This is an optimization exercise on Yosys and OpenROAD, whose aim is small area, a short achievable clock period and few clock cycles per item, not a production implementation. In this exercise RTL edits were held to simulation tests only and were not proved equivalent to the original.

**flow/run.sh**
```bash
#!/bin/bash
# synth_recipe.tcl (not shown) runs the flow's synth.tcl, then flattens the netlist and writes it again
# the make line also repeats each setting of config.mk as NAME=value (left out here)
make -C /OpenROAD-flow-scripts/flow DESIGN_CONFIG=/design/flow/config.mk WORK_HOME=/design/flow/orfs CLKGATE_MAP_FILE= SYNTH_SCRIPT=/design/flow/synth_recipe.tcl finish
```
**flow/config.mk**
```make
export PLATFORM = sky130hd
export DESIGN_NAME = xr_extend
export DESIGN_NICKNAME = xr_extend
export VERILOG_FILES = /design/flow/design.v
export SDC_FILE = /design/flow/constraint.sdc
export NUM_CORES = 4
export LEC_CHECK = 0
export CAP_MARGIN = 20
export CORE_MARGIN = 2
export CORE_UTILIZATION = 40
export PLACE_DENSITY = 0.6
export SLEW_MARGIN = 20
```
**flow/constraint.sdc**
```tcl
create_clock -name core_clock -period 9.0 [get_ports {clk}]
set_input_delay 1.8000 -clock core_clock [delete_from_list [all_inputs] [get_ports {clk}]]
set_output_delay 1.8000 -clock core_clock [all_outputs]
set_load 0.01 [all_outputs]
```
**flow/design.v**
```verilog
module sm3_round (
    input  wire [5:0]   j,        
    input  wire [255:0] st_in,    
    input  wire [31:0]  w,        
    input  wire [31:0]  wp,       
    output wire [255:0] st_out
);
    wire [31:0] a = st_in[255:224];
    wire [31:0] b = st_in[223:192];
    wire [31:0] c = st_in[191:160];
    wire [31:0] d = st_in[159:128];
    wire [31:0] e = st_in[127:96];
    wire [31:0] f = st_in[95:64];
    wire [31:0] g = st_in[63:32];
    wire [31:0] h = st_in[31:0];
    wire [31:0] t    = (j < 6'd16) ? 32'h79CC4519 : 32'h7A879D8A;
    wire [63:0] t2   = {t, t} << j[4:0];
    wire [31:0] tj   = t2[63:32];
    wire [31:0] a12  = {a[19:0], a[31:20]};
    wire [31:0] sum1 = a12 + e + tj;
    wire [31:0] ss1  = {sum1[24:0], sum1[31:25]};
    wire [31:0] ss2  = ss1 ^ a12;
    wire [31:0] ff   = (j < 6'd16) ? (a ^ b ^ c) : ((a & b) | (a & c) | (b & c));
    wire [31:0] gg   = (j < 6'd16) ? (e ^ f ^ g) : ((e & f) | (~e & g));
    wire [31:0] tt1  = ff + d + ss2 + wp;
    wire [31:0] tt2  = gg + h + ss1 + w;
    wire [31:0] p0   = tt2 ^ {tt2[22:0], tt2[31:23]} ^ {tt2[14:0], tt2[31:15]};
    assign st_out = {tt1, a, {b[22:0], b[31:23]}, c,
                     p0,  e, {f[12:0], f[31:13]}, g};
endmodule
module sm3_wexp (
    input  wire [511:0] win,      
    output wire [31:0]  w_next
);
    wire [31:0] w0  = win[511:480];
    wire [31:0] w3  = win[415:384];
    wire [31:0] w7  = win[287:256];
    wire [31:0] w10 = win[191:160];
    wire [31:0] w13 = win[95:64];
    wire [31:0] x   = w0 ^ w7 ^ {w13[16:0], w13[31:17]};
    wire [31:0] p1  = x ^ {x[16:0], x[31:17]} ^ {x[8:0], x[31:9]};
    assign w_next = p1 ^ {w3[24:0], w3[31:25]} ^ w10;
endmodule
module xr_extend (
    input  wire         clk,
    input  wire         rst,       
    input  wire         start,
    input  wire [255:0] xr_in,     
    input  wire [255:0] d_in,      
    output wire         ready,
    output reg          done,
    output reg  [255:0] xr_out     
);
    localparam [255:0] IV  = 256'h7380166F_4914B2B9_172442D7_DA8A0600_A96F30BC_163138AA_E38DEE4D_B0FB0E4E;
    localparam [511:0] PAD = {32'h80000000, 448'd0, 32'h00000200};
    reg         busy;
    reg         blk;       
    reg [5:0]   j;         
    reg [255:0] st;        
    reg [255:0] v;         
    reg [511:0] win;       
    wire [31:0]  w_next;
    wire [255:0] st_next;
    sm3_wexp u_wexp (
        .win    (win),
        .w_next (w_next)
    );
    sm3_round u_round (
        .j      (j),
        .st_in  (st),
        .w      (win[511:480]),
        .wp     (win[511:480] ^ win[383:352]),
        .st_out (st_next)
    );
    wire [255:0] v_next = v ^ st_next;
    assign ready = !busy;
    always @(posedge clk) begin
        if (rst) begin
            busy <= 1'b0;
            done <= 1'b0;
        end else begin
            done <= 1'b0;
            if (!busy) begin
                if (start) begin
                    busy <= 1'b1;
                    blk  <= 1'b0;
                    j    <= 6'd0;
                    st   <= IV;
                    v    <= IV;
                    win  <= {xr_in, d_in};
                end
            end else begin
                j   <= j + 6'd1;
                win <= {win[479:0], w_next};
                st  <= st_next;
                if (j == 6'd63) begin
                    if (!blk) begin
                        blk <= 1'b1;
                        st  <= v_next;
                        v   <= v_next;
                        win <= PAD;
                    end else begin
                        busy   <= 1'b0;
                        done   <= 1'b1;
                        xr_out <= v_next;
                    end
                end
            end
        end
    end
endmodule
```
==> results.yml <==
run_status:
  status: "no timing/DRC/antenna violations"
layout:
  mostFrequentLayoutCell: "edfxtp_1"
  layout.nets: 7493
  synthToLayoutAreaGrowth_pct: 22.9
  fin_cells: 9158
  final_area_um2: 86600
  drive_gt1_frac: 0.0997
  final_cell_mix: "edfxtp_1, nand2_1, clkdlybuf4s50_1, o2bb2ai_1, xor2_1"
floorplan:
  io_pins: 773
  initial_core_util: 0.401
  die_height_um: 424
  core_area_um2: 176000
  rows: 154
  die_area_um2: 180000
  die_w_um: 424
synthesis:
  yosysUniqueCellTypes: 114
  synth-seq-cells: 1289
  synth_area_per_cell_um2: 12.0
  yosys_warnings: 1
  synth_simple_gate_area_frac: 0.105
  synthArstFlopShare: 0
  synth_fa_ha_area_frac: 0.0709
  yosys-mux-area-fraction: 0.0115
  synth-seq-area-share: 0.549
  syn_inst: 5885
  ys.flop_type: "edfxtp_1"
  syn_nets: 6687
  synth_top_family_by_area: "compound AO/OA/AOI/OAI gates"
  netlist_area_um2: 70500
  synth-edff-count: 1287
  synth-xor-area-share: 0.108
  synth-compound-area-share: 0.123
drt:
  wire_per_inst_um: 30.1
  first_iter_violations: 5573
  drt_wl_total_um: 276000
  vias: 50700
  viasPerCell: 5.53
  antenna_left: 0
  dr.pass1.iters: 6
  drc: 0
worst_setup_path:
  arrival_ns: 9.18
  cp_slowest_cell: "fa_1"
  r2r_end: "st[245]$_SDFFCE_PN0P_"
  r2r_slack_ns: 0.45
  startpoint: "j[4]$_SDFFCE_PN0P_"
  path_class: "flip-flop to flip-flop"
  path_max_fanout: 4
  crit_family: "adder cells"
  crit_required_ns: 9.63
  rr_worst_depth: 38
  critPathLaunchType: "flip-flop"
  timing.rr.start: "j[4]$_SDFFCE_PN0P_"
  end_kind: "flip-flop"
  crit_top_cell: "fa_1"
  path_buf_inv: 6
  max_stage_delay_ns: 0.49
timing:
  min_period_ns: 8.55
  tightest_slew_ns: 1.25
  fin_crit_sh: 0.950
  max_freq_mhz: 117
  skew_ns: 0.0332
  finalHoldWorstSlack_ns: 0.572
  finalSetupViolCount: 0
  slew_viol_final: 0
  final_hold_viol_count: 0
  maxSlewHeadroom: 0.169
  layout_setup_ws_ns: 0.452
hold_path:
  hp-start: "win[108]$_DFFE_PP_"
  whs_path_depth: 2
  min_to: "win[140]$_DFFE_PP_"
  min_path_type: "flip-flop to flip-flop"
cts:
  cts_tree: "done"
  cts_buffer_depth: 3
  htree_levels: 4
  cts-buffers-inserted: 148
  worstSkewPairLatency_ns: 0.81
  clk_pin_slew_worst_paths_ns: 0.06
  ctsHoldBuffers: 0
  cts_root_buf: "clkbuf_16"
  cts.sinks: 1289
placed_design:
  place_ws_ns: 0.265
  dp_hpwl_um: 212000
  place_area_um2: 81900
  place_congestion: 0.967
  dp_cells: 8879
  portBuffers: 772
grt:
  grt_max_degree: 212
  grt_pass1_wl_um: 377000
  grt_usage: 0.300
  antenna_found_initial: 24
  grt-ovfl-total: 0
  grt_pass1_vias: 48600
flow_run:
  maxCapViolCount: 0
## state kept, by name, summed over array words and instances, names as in the netlist
| signal | count |
|---|---|
| blk | 1 |
| busy | 1 |
| done | 1 |
| j | 6 |
| st | 256 |
| v | 256 |
| win | 512 |
| xr_out | 256 |
## cell usage after synthesis, types with 40 or more instances
cell type	n	share of area
or2_2	105	0.0093
xor2_1	428	0.053
clkbuf_1	325	0.017
and3_1	98	0.0087
and2_1	144	0.013
ha_1	99	0.018
xnor2_1	339	0.042
mux2_2	40	0.0064
nor3_1	54	0.0038
edfxtp_1	1287	0.55
nor2_1	257	0.014
nand3_1	61	0.0043
a21oi_1	241	0.017
o21ai_0	229	0.016
fa_1	188	0.053
inv_1	219	0.012
nand2_1	849	0.045
o2bb2ai_1	511	0.063
## final cells by class
cell class | count | area, um2
fill | 15900 | 89100
tap | 2340 | 2930
clock buffer | 175 | 3850
inverter | 222 | 847
clock inverter | 85 | 756
timing repair buffer | 1024 | 9860
sequential | 1289 | 38700
multi-input combinational | 4006 | 29700
antenna | 17 | 42.5
## stage by stage
stage	util	setup TNS, ns
final	0.493	0
after global routing	0.493	-0.0401
after CTS	0.492	0
after detailed placement	0.466	0
after global placement	0.466	0
after floorplan	-	-3997.08
## worst max path at each step
stage	end	slack [ns]	depth (start not counted)
finish	st[245]$_SDFFCE_PN0P_	0.45	38
global route	v[251]$_SDFFCE_PN0P_	-0.02	38
CTS	v[253]$_SDFFCE_PN1P_	0.20	38
detailed placement	v[253]$_SDFFCE_PN1P_	0.27	39
global placement	v[251]$_SDFFCE_PN0P_	0.29	38
floorplan	j[0]$_SDFFCE_PN0P_	-5.02	2
## tightest hold or removal path, cell delays in order, from the launching register on
cell       delay [ns]
edfxtp_1         0.32
nand2_1          0.05
o2bb2ai_1        0.11
## layer usage
| metal | routed length, um | track usage |
|---|---|---|
| met5 | 130 | 0 |
| met1 | 112000 | 0.395 |
| met4 | 12600 | 0.123 |
| met3 | 16800 | 0.0410 |
| met2 | 134000 | 0.500 |
## logic make-up (layout without fill, tap and decap cells)
| family | Yosys count | count (layout) |
|---|---|---|
| adders and majority gates | 287 | 287 |
| other | 0 | 17 |
| DFF | 1289 | 1289 |
| muxes | 75 | 75 |
| AOI/OAI and AO/OA | 1195 | 1195 |
| and+or+nand+nor | 1640 | 1640 |
| xor gates and xnor gates | 809 | 809 |
| buffers and inverters | 590 | 1506 |
## timing repair
action,4_1_cts,5_1_grt
endpoints found under the setup margin,0,61
setup buffers,0,2
gates resized for setup,0,25
Testbench counts, summed over its fixed seeds: cycles 24,768, items 192.

==> re-timing with driven ports <==
Ports are ideal in the flow. The routed layout listed here was re-timed in OpenROAD. Step 1 sets driving cells, clkbuf_16 on the clock port and buf_2 on the other inputs (assumed; they add their load-dependent delay and slew). Step 2 times the ports against the registers' clock, not the clock port: input delays grow and output delays shrink by t, the midpoint of the rising clock arrivals with the driver on. a / b / c = ideal / step 1 / step 2; a / b = the first two.
t, ns: 0.887
setup WS [ns]: 0.452 / 0.452 / 0.452
worst setup path at the end: register to register
clock arrival spread, ns: 0.035 / 0.035
cell pins on the clock port's net: 1
After both steps setup and hold are still met in this run. The setup slack of this run moves by 0.000 ns with the drivers and by 0.000 ns with both steps.
